This design comes from an exercise in tuning for small area, a short achievable clock period and few clock cycles per item on the open sky130 flow, not from production work.
Function was checked by simulation only, so behaviour that the tests miss may differ from the original.
Power figures rest on the tool's default switching activity, not on a simulated workload.

Setup of alpha:
Design sp_coder, start of the top module:
module sp_coder (
    input  wire        clk,
    input  wire        rst,            
    input  wire        in_valid,
    output wire        in_ready,
    input  wire [3:0]  in_slot,
    input  wire [63:0] in_p,           
    input  wire        in_skip,        
    input  wire        in_still,
    input  wire        in_jump,
    input  wire        in_refresh,
    output reg         out_valid,
    input  wire        out_ready,
    output reg  [3:0]  out_slot,
    output reg  [7:0]  out_code,
    output reg         out_esc_valid,
    output reg  [63:0] out_esc
);
For scale: ~4,000 cells after synthesis, about 2,300 flip-flops, ~160 I/O pins.
clock: 14.5 ns
lec_check: 0
cap_margin: 20
core_margin: 2
core_utilization: 60
cts_cluster_diameter: 120
cts_cluster_size: 24
slew_margin: 20
standard.sh (not shown) runs the stock make flow with config.mk's settings and CLKGATE_MAP_FILE= SYNTH_SCRIPT=/design/flow/synth_recipe.tcl, a recipe that flattens the netlist after the stock synthesis.
==> flow/flow/run.sh <==
#!/bin/bash
# The standard layout (standard.sh) with two changes:
#  - buffer_ports puts sky130_fd_sc_hd__buf_2 on every input and output port
#    instead of the delay cell it picks by default;
#  - timing repair aims for more setup slack than the standard flow does.
# The clock period and all constraints are the design's. The full make
# output is kept in standard.log.
set -euo pipefail
bash standard.sh "BUFFER_PORTS_ARGS=-buffer_cell sky130_fd_sc_hd__buf_2" SETUP_SLACK_MARGIN=10.3 finish > standard.log 2>&1
Testbench counts of alpha, summed over its fixed seeds: cycles 6,160, items 6,144.
Inputs modified between alpha and beta:
--- a/flow/design.v
+++ b/flow/design.v
@@ -97,36 +97,36 @@
     genvar g, b;
     generate
         for (g = 1; g <= NALU; g = g + 1) begin : alu
             localparam LO = (g - 1) * W;
             localparam HI = (g * W > 64) ? 63 : g * W - 1;
             wire [HI-LO+1:0] crc;
             wire [HI-LO+1:0] cvc;
             if (g == 1) begin : first
                 assign crc[0] = 1'b0;
-                assign cvc[0] = 1'b1;
+                assign cvc[0] = op_pq[g];
             end else begin : next
                 assign crc[0] = cr[g];
                 assign cvc[0] = cv[g];
             end
             for (b = LO; b <= HI; b = b + 1) begin : bit_
                 wire kb  = (b < 8) ? (stp[g] & kd[g][(b < 8) ? b : 0]) : k_neg[g];
                 wire rb  = ring_r[g][b];
                 wire vb  = ring_v[g][b];
                 wire xb  = op_skip[g] ? vb : kb;
                 wire ci  = crc[b-LO];
                 wire rn  = rb ^ xb ^ ci;
-                wire nvb = vb;
+                wire yb  = op_pq[g] & rn;
                 wire di  = cvc[b-LO];
                 assign crc[b-LO+1] = (rb & xb) | (rb & ci) | (xb & ci);
-                assign cvc[b-LO+1] = (rn & nvb) | (rn & di) | (nvb & di);
+                assign cvc[b-LO+1] = (yb & vb) | (yb & di) | (vb & di);
                 assign r_alu[g][b] = rn;
-                assign v_alu[g][b] = op_pq[g] ? (rn ^ nvb ^ di) : vb;
+                assign v_alu[g][b] = yb ^ vb ^ di;
             end
             if (LO > 0) begin : keep_lo
                 assign r_alu[g][LO-1:0] = ring_r[g][LO-1:0];
                 assign v_alu[g][LO-1:0] = ring_v[g][LO-1:0];
             end
             if (HI < 63) begin : keep_hi
                 assign r_alu[g][63:HI+1] = ring_r[g][63:HI+1];
                 assign v_alu[g][63:HI+1] = ring_v[g][63:HI+1];
             end
Results
- Net count of the finished layout: beta vs alpha down 17
- Row non-clock buffer count: beta lower / alpha higher
- In the tables for beta and alpha, switching share of total power reads lower with alpha.
- Looking only at first-pass iteration count of the detailed router, and setting everything else aside, the lower value of beta and alpha goes to alpha.
- After detailed routing, alpha needs less wire than beta.
- Met1 capacity usage during global routing, beta and alpha: smaller value in beta
- Going from alpha to beta, logic gate share of total power did not really move, via count climbed 1.4%, arrival time of data at the critical path endpoint went up 0.02 ns, latest clock arrival within the worst-skew pair was more or less identical, net load switching power rose by 1.8%.
- In terms of power share of the clock group, beta and alpha differ only marginally.
Testbench counts of beta, summed over its fixed seeds: cycles 6,160, items 6,144.

========
job 101:
The RTL this note starts from:
==> flow/design.v <==
module sp_coder (
    input  wire        clk,
    input  wire        rst,            
    input  wire        in_valid,
    output wire        in_ready,
    input  wire [3:0]  in_slot,
    input  wire [63:0] in_p,           
    input  wire        in_skip,        
    input  wire        in_still,
    input  wire        in_jump,
    input  wire        in_refresh,
    output reg         out_valid,
    input  wire        out_ready,
    output reg  [3:0]  out_slot,
    output reg  [7:0]  out_code,
    output reg         out_esc_valid,
    output reg  [63:0] out_esc
);
    localparam NSLOT = 16;
    localparam [7:0] CODE_JUMP  = 8'h7F;
    localparam [7:0] CODE_TRACK = 8'h81;
    localparam [7:0] CODE_STILL = 8'h80;
    localparam [3:0] HEAD_RST = 4'd14;
    localparam W    = 5;
    localparam NALU = (64 + W - 1) / W;
    reg [63:0] ring_r [0:NSLOT-1];
    reg [63:0] ring_v [0:NSLOT-1];
    reg [NSLOT-1:1] stale;
    reg [3:0] head;
    reg       rst_q;               
    reg        a_valid;
    reg        a_match;            
    reg [3:0]  a_slot;
    reg [63:0] a_p;
    reg        a_skip, a_still, a_jump, a_refresh;
    reg        s_valid;
    reg [3:0]  s_slot;
    reg [7:0]  s_code;
    reg        s_esc_valid;
    wire go = a_valid && a_match && !s_valid;
    wire out_free = !out_valid || out_ready;
    reg  s_hit;                    
    wire s_move   = s_valid && (!s_esc_valid || s_hit);
    wire s_valid_n = !rst && (out_free ? (s_valid && !s_move) : (s_valid || go));
    reg  rdy_q;
    assign in_ready = rdy_q;
    wire en_a = !a_valid || go;
    wire [63:0] nr    = ring_r[0];
    wire [63:0] nv    = ring_v[0];
    wire [63:0] r_cur = ~nr;
    wire [63:0] v_cur = ~nv;
    wire [63:0] p     = a_p;
    wire [63:0] su    = p ^ nr ^ nv;
    wire [63:0] cy    = {(p[62:0] & nr[62:0]) | (p[62:0] & nv[62:0]) | (nr[62:0] & nv[62:0]), 1'b1};
    wire [15:0] e_lo  = {1'b0, su[14:0]} + {1'b0, cy[14:0]} + 16'd1;
    wire        c15   = e_lo[15];
    wire [15:0] e16   = {su[15] ^ cy[15] ^ c15, e_lo[14:0]};
    wire [48:0] ha    = su[63:15];
    wire [48:0] hb    = cy[63:15];
    wire [48:0] hx    = ha ^ hb;
    wire        all0  = (hx[0] == c15)  && ((ha[47:0] | hb[47:0]) == hx[48:1]);
    wire        all1  = (hx[0] == !c15) && ((ha[47:0] & hb[47:0]) == ~hx[48:1]);
    wire        lo_ok = all0 ? (e16[15] == 1'b0 && e16[14:0] <= 15'h7E7F)
                             : (e16[15] == 1'b1 && e16[14:0] >= 15'h0180);
    wire        c_ok  = (all0 || all1) && lo_ok;
    wire [15:0] t16   = su[15:0] + cy[15:0] + 16'd129;      
    wire [8:0]  k     = 9'd128 - {1'b0, t16[7:0]};
    wire mode_skip  = a_skip;
    wire mode_still = !a_skip && a_still;
    wire mode_pq    = !a_skip && !a_still && !a_jump;    
    wire mode_p     = !a_skip && !a_still;               
    wire esc        = mode_p && !use_c;
    reg [7:0]  code_fix;
    always @(*) begin
        if (a_skip)                  code_fix = 8'd0;
        else if (a_still)            code_fix = CODE_STILL;
        else if (a_jump)             code_fix = CODE_JUMP;
        else                         code_fix = CODE_TRACK;
    end
    wire       step_ok = mode_pq && !a_refresh;      
    wire       use_c   = step_ok && c_ok;
    wire [7:0] code    = use_c ? t16[15:8] : code_fix;
    reg sel_p, sel_rk, sel_nr, sel_vk;
    wire [63:0] r1_d = sel_p ? p : r_cur;
    wire [63:0] r1_q = ({64{sel_p}} & p) | ({64{sel_rk}} & r_cur);
    wire [63:0] v1_q = ({64{sel_nr}} & nr) | ({64{sel_vk}} & v_cur);
    reg [NALU:1] op_pq;
    reg [NALU:1] op_skip;
    reg [NALU:1] k_neg;
    reg [NALU:1] stp;              
    reg [7:0]    kd [1:NALU];      
    reg [NALU:2] cr;               
    reg [NALU:2] cv;               
    wire [63:0] r_alu [1:NALU];
    wire [63:0] v_alu [1:NALU];
    wire [NALU:1] cr_out, cv_out;
    genvar g, b;
    generate
        for (g = 1; g <= NALU; g = g + 1) begin : alu
            localparam LO = (g - 1) * W;
            localparam HI = (g * W > 64) ? 63 : g * W - 1;
            wire [HI-LO+1:0] crc;
            wire [HI-LO+1:0] cvc;
            if (g == 1) begin : first
                assign crc[0] = 1'b0;
                assign cvc[0] = op_pq[g];
            end else begin : next
                assign crc[0] = cr[g];
                assign cvc[0] = cv[g];
            end
            for (b = LO; b <= HI; b = b + 1) begin : bit_
                wire kb  = (b < 8) ? (stp[g] & kd[g][(b < 8) ? b : 0]) : k_neg[g];
                wire rb  = ring_r[g][b];
                wire vb  = ring_v[g][b];
                wire xb  = op_skip[g] ? vb : kb;
                wire ci  = crc[b-LO];
                wire rn  = rb ^ xb ^ ci;
                wire yb  = op_pq[g] & rn;
                wire di  = cvc[b-LO];
                assign crc[b-LO+1] = (rb & xb) | (rb & ci) | (xb & ci);
                assign cvc[b-LO+1] = (yb & vb) | (yb & di) | (vb & di);
                assign r_alu[g][b] = rn;
                assign v_alu[g][b] = yb ^ vb ^ di;
            end
            if (LO > 0) begin : keep_lo
                assign r_alu[g][LO-1:0] = ring_r[g][LO-1:0];
                assign v_alu[g][LO-1:0] = ring_v[g][LO-1:0];
            end
            if (HI < 63) begin : keep_hi
                assign r_alu[g][63:HI+1] = ring_r[g][63:HI+1];
                assign v_alu[g][63:HI+1] = ring_v[g][63:HI+1];
            end
            assign cr_out[g] = crc[HI-LO+1];
            assign cv_out[g] = cvc[HI-LO+1];
        end
    endgenerate
    always @(posedge clk) begin
        op_pq[1]   <= go && mode_pq;
        op_skip[1] <= go && mode_skip;
        kd[1]      <= k[7:0];
        stp[1]     <= go && use_c;
        k_neg[1]   <= go && use_c && k[8];
    end
    generate
        for (g = 2; g <= NALU; g = g + 1) begin : alu_regs
            always @(posedge clk) begin
                op_pq[g]   <= op_pq[g-1];
                op_skip[g] <= op_skip[g-1];
                k_neg[g]   <= k_neg[g-1];
                kd[g]      <= kd[g-1];
                stp[g]     <= stp[g-1];
                cr[g]      <= cr_out[g-1];
                cv[g]      <= cv_out[g-1];
            end
        end
    endgenerate
    integer j;
    always @(posedge clk) begin
        if (stale[NSLOT-1]) begin
            ring_r[0] <= ~64'd0;
            ring_v[0] <= ~64'd0;
        end else begin
            ring_r[0] <= ~ring_r[NSLOT-1];
            ring_v[0] <= ~ring_v[NSLOT-1];
        end
        ring_r[1] <= r1_q;
        ring_v[1] <= v1_q;
        for (j = 2; j <= NALU + 1; j = j + 1) begin
            ring_r[j] <= r_alu[j-1];
            ring_v[j] <= v_alu[j-1];
        end
        for (j = NALU + 2; j < NSLOT; j = j + 1) begin
            ring_r[j] <= ring_r[j-1];
            ring_v[j] <= ring_v[j-1];
        end
    end
    always @(posedge clk) begin
        rst_q <= rst;
        if (rst) begin
            stale <= {(NSLOT-1){1'b1}};
            head  <= HEAD_RST;
        end else begin
            stale <= {stale[NSLOT-2:1], 1'b0};
            head  <= head + 4'd1;
        end
    end
    wire       a_valid_n = !rst && (en_a ? in_valid : a_valid);
    wire [3:0] a_slot_n  = en_a ? in_slot : a_slot;
    wire       a_match_n = (a_slot_n == head + 4'd1);
    wire       go_n      = a_valid_n && a_match_n && !s_valid_n;
    wire       skip_n    = en_a ? in_skip  : a_skip;
    wire       still_n   = en_a ? in_still : a_still;
    wire       jump_n    = en_a ? in_jump  : a_jump;
    always @(posedge clk) begin
        sel_p  <= go_n && !skip_n && !still_n;
        sel_rk <= !rst && !(go_n && !skip_n && !still_n);
        sel_nr <= go_n && !skip_n && !still_n && !jump_n;
        sel_vk <= !rst && (!go_n || skip_n || (!still_n && jump_n));
        s_hit  <= ((go ? a_slot : s_slot) == head + 4'd1);
    end
    always @(posedge clk) begin
        a_valid <= a_valid_n;
        a_match <= a_match_n;
        rdy_q   <= !a_valid_n || (a_match_n && !s_valid_n);
        if (en_a) begin
            a_slot    <= in_slot;
            a_p       <= in_p;
            a_skip    <= in_skip;
            a_still   <= in_still;
            a_jump    <= in_jump;
            a_refresh <= in_refresh;
        end
    end
    always @(posedge clk) begin
        s_valid <= s_valid_n;
        if (rst) begin
            out_valid <= 1'b0;
        end else if (out_free) begin
            out_valid <= s_move || go;
        end
    end
    always @(posedge clk) begin
        if (go) begin
            s_slot      <= a_slot;
            s_code      <= code;
            s_esc_valid <= esc;
        end
        if (out_free) begin
            if (s_valid) begin
                out_slot      <= s_slot;
                out_code      <= s_code;
                out_esc_valid <= s_esc_valid;
            end else begin
                out_slot      <= a_slot;
                out_code      <= code;
                out_esc_valid <= esc;
            end
            out_esc <= r1_d;
        end
    end
endmodule
export LEC_CHECK = 0
export CAP_MARGIN = 20
export CORE_MARGIN = 2
export CORE_UTILIZATION = 75
export CTS_CLUSTER_DIAMETER = 120
export CTS_CLUSTER_SIZE = 24
export SLEW_MARGIN = 20
create_clock -name core_clock -period 14.5 [get_ports {clk}]
Scripts as last shown in full above: flow/flow/run.sh
Testbench counts of job 101, summed over its fixed seeds: cycles 6,160, items 6,144.
[inputs] job 102 vs job 101
-- flow/design.v --
<<< job 101, line 26
    reg [63:0] ring_r [0:NSLOT-1];
    reg [63:0] ring_v [0:NSLOT-1];
    reg [NSLOT-1:1] stale;
    reg [3:0] head;
    reg       rst_q;               
>>> job 102, line 26
    reg [63:0] ring_r [0:NSLOT-1];
    reg [63:0] ring_v [0:NSLOT-1];
    reg [3:0] stale_cnt;           
    reg [3:0] head;
    reg       rst_q;               
<<< job 101, line 55
    wire [15:0] e_lo  = {1'b0, su[14:0]} + {1'b0, cy[14:0]} + 16'd1;
    wire        c15   = e_lo[15];
    wire [15:0] e16   = {su[15] ^ cy[15] ^ c15, e_lo[14:0]};
    wire [48:0] ha    = su[63:15];
    wire [48:0] hb    = cy[63:15];
>>> job 102, line 55
    wire [15:0] e_lo  = {1'b0, su[14:0]} + {1'b0, cy[14:0]} + 16'd1;
    wire        c15   = e_lo[15];
    wire [15:0] t16   = su[15:0] + cy[15:0] + 16'd129;
    wire [48:0] ha    = su[63:15];
    wire [48:0] hb    = cy[63:15];
<<< job 101, line 61
    wire        all0  = (hx[0] == c15)  && ((ha[47:0] | hb[47:0]) == hx[48:1]);
    wire        all1  = (hx[0] == !c15) && ((ha[47:0] & hb[47:0]) == ~hx[48:1]);
    wire        lo_ok = all0 ? (e16[15] == 1'b0 && e16[14:0] <= 15'h7E7F)
                             : (e16[15] == 1'b1 && e16[14:0] >= 15'h0180);
    wire        c_ok  = (all0 || all1) && lo_ok;
    wire [15:0] t16   = su[15:0] + cy[15:0] + 16'd129;      
    wire [8:0]  k     = 9'd128 - {1'b0, t16[7:0]};
    wire mode_skip  = a_skip;
>>> job 102, line 61
    wire        all0  = (hx[0] == c15)  && ((ha[47:0] | hb[47:0]) == hx[48:1]);
    wire        all1  = (hx[0] == !c15) && ((ha[47:0] & hb[47:0]) == ~hx[48:1]);
    wire        lo_ok = all0 ? (t16[15:8] < 8'h7F)
                             : (t16[15:8] >= 8'h82 || t16[15:7] == 9'd0);
    wire        c_ok  = (all0 || all1) && lo_ok;
    wire [8:0]  k     = 9'd128 - {1'b0, t16[7:0]};
    wire mode_skip  = a_skip;
<<< job 101, line 157
    integer j;
    always @(posedge clk) begin
        if (stale[NSLOT-1]) begin
            ring_r[0] <= ~64'd0;
            ring_v[0] <= ~64'd0;
>>> job 102, line 156
    integer j;
    always @(posedge clk) begin
        if (stale_cnt != 4'd0) begin
            ring_r[0] <= ~64'd0;
            ring_v[0] <= ~64'd0;
<<< job 101, line 178
        rst_q <= rst;
        if (rst) begin
            stale <= {(NSLOT-1){1'b1}};
            head  <= HEAD_RST;
        end else begin
            stale <= {stale[NSLOT-2:1], 1'b0};
            head  <= head + 4'd1;
        end
>>> job 102, line 177
        rst_q <= rst;
        if (rst) begin
            stale_cnt <= 4'd15;
            head  <= HEAD_RST;
        end else begin
            if (stale_cnt != 4'd0) stale_cnt <= stale_cnt - 4'd1;
            head  <= head + 4'd1;
        end
Findings:
Both conditions hold for job 102: the flow ran to the end and the final layout passed the timing, DRC and antenna checks.
Summary — insertion delay to the later sink of the worst-skew pair, job 102 relative to job 101: higher, by 20 ps.
Cell area on job 102 is ahead of job 101.
Cmp job 101 and job 102 / count of standard-cell rows / higher: job 101
Hold slack: job 101 and job 102 compared, higher one is job 101
Cmp job 101 and job 102 / final period utilization / lower: job 101
Of the two values seen for standard cell with the maximum stage delay on the critical path, sky130_fd_sc_hd__fa_1 was produced by job 102 and sky130_fd_sc_hd__edfxtp_1 by job 101.
For the arrival time at the worst endpoint, job 102 came in 3450 ps higher than job 101 did.
Testbench counts of job 102, summed over its fixed seeds: cycles 6,160, items 6,144.

[afterwards: timing with drivers on the ports]
Ports are ideal in the flow. The routed layouts listed here were re-timed in OpenROAD.
Step 1: set_driving_cell puts a clkbuf_16 on clk and a buf_2 on each other input, an assumption about the parent block.
Step 2 times the ports against the registers' clock, not the clock port: input delays grow and output delays shrink by t, the midpoint of the rising clock arrivals with the driver on.
Slacks: no drivers / after step 1 / after step 2; pairs: no drivers / after step 1.
| run | shift t [ns] | setup slack, ns | worst data-port slew with drivers (ns) |
|---|---|---|---|
| alpha | 0.753 | 10.180 / 10.115 / 9.717 | 0.11 |
| beta | 0.774 | 10.157 / 10.089 / 9.872 | 0.05 |
| job 101 | 0.750 | 10.189 / 10.122 / 9.724 | 0.07 |
| job 102 | 0.762 | 10.087 / 10.087 / 9.607 | 0.05 |
After both steps every run listed still meets setup and hold. The setup slack of job 102, which loses most, moves by 0.000 ns with the drivers and by -0.480 ns with both steps.
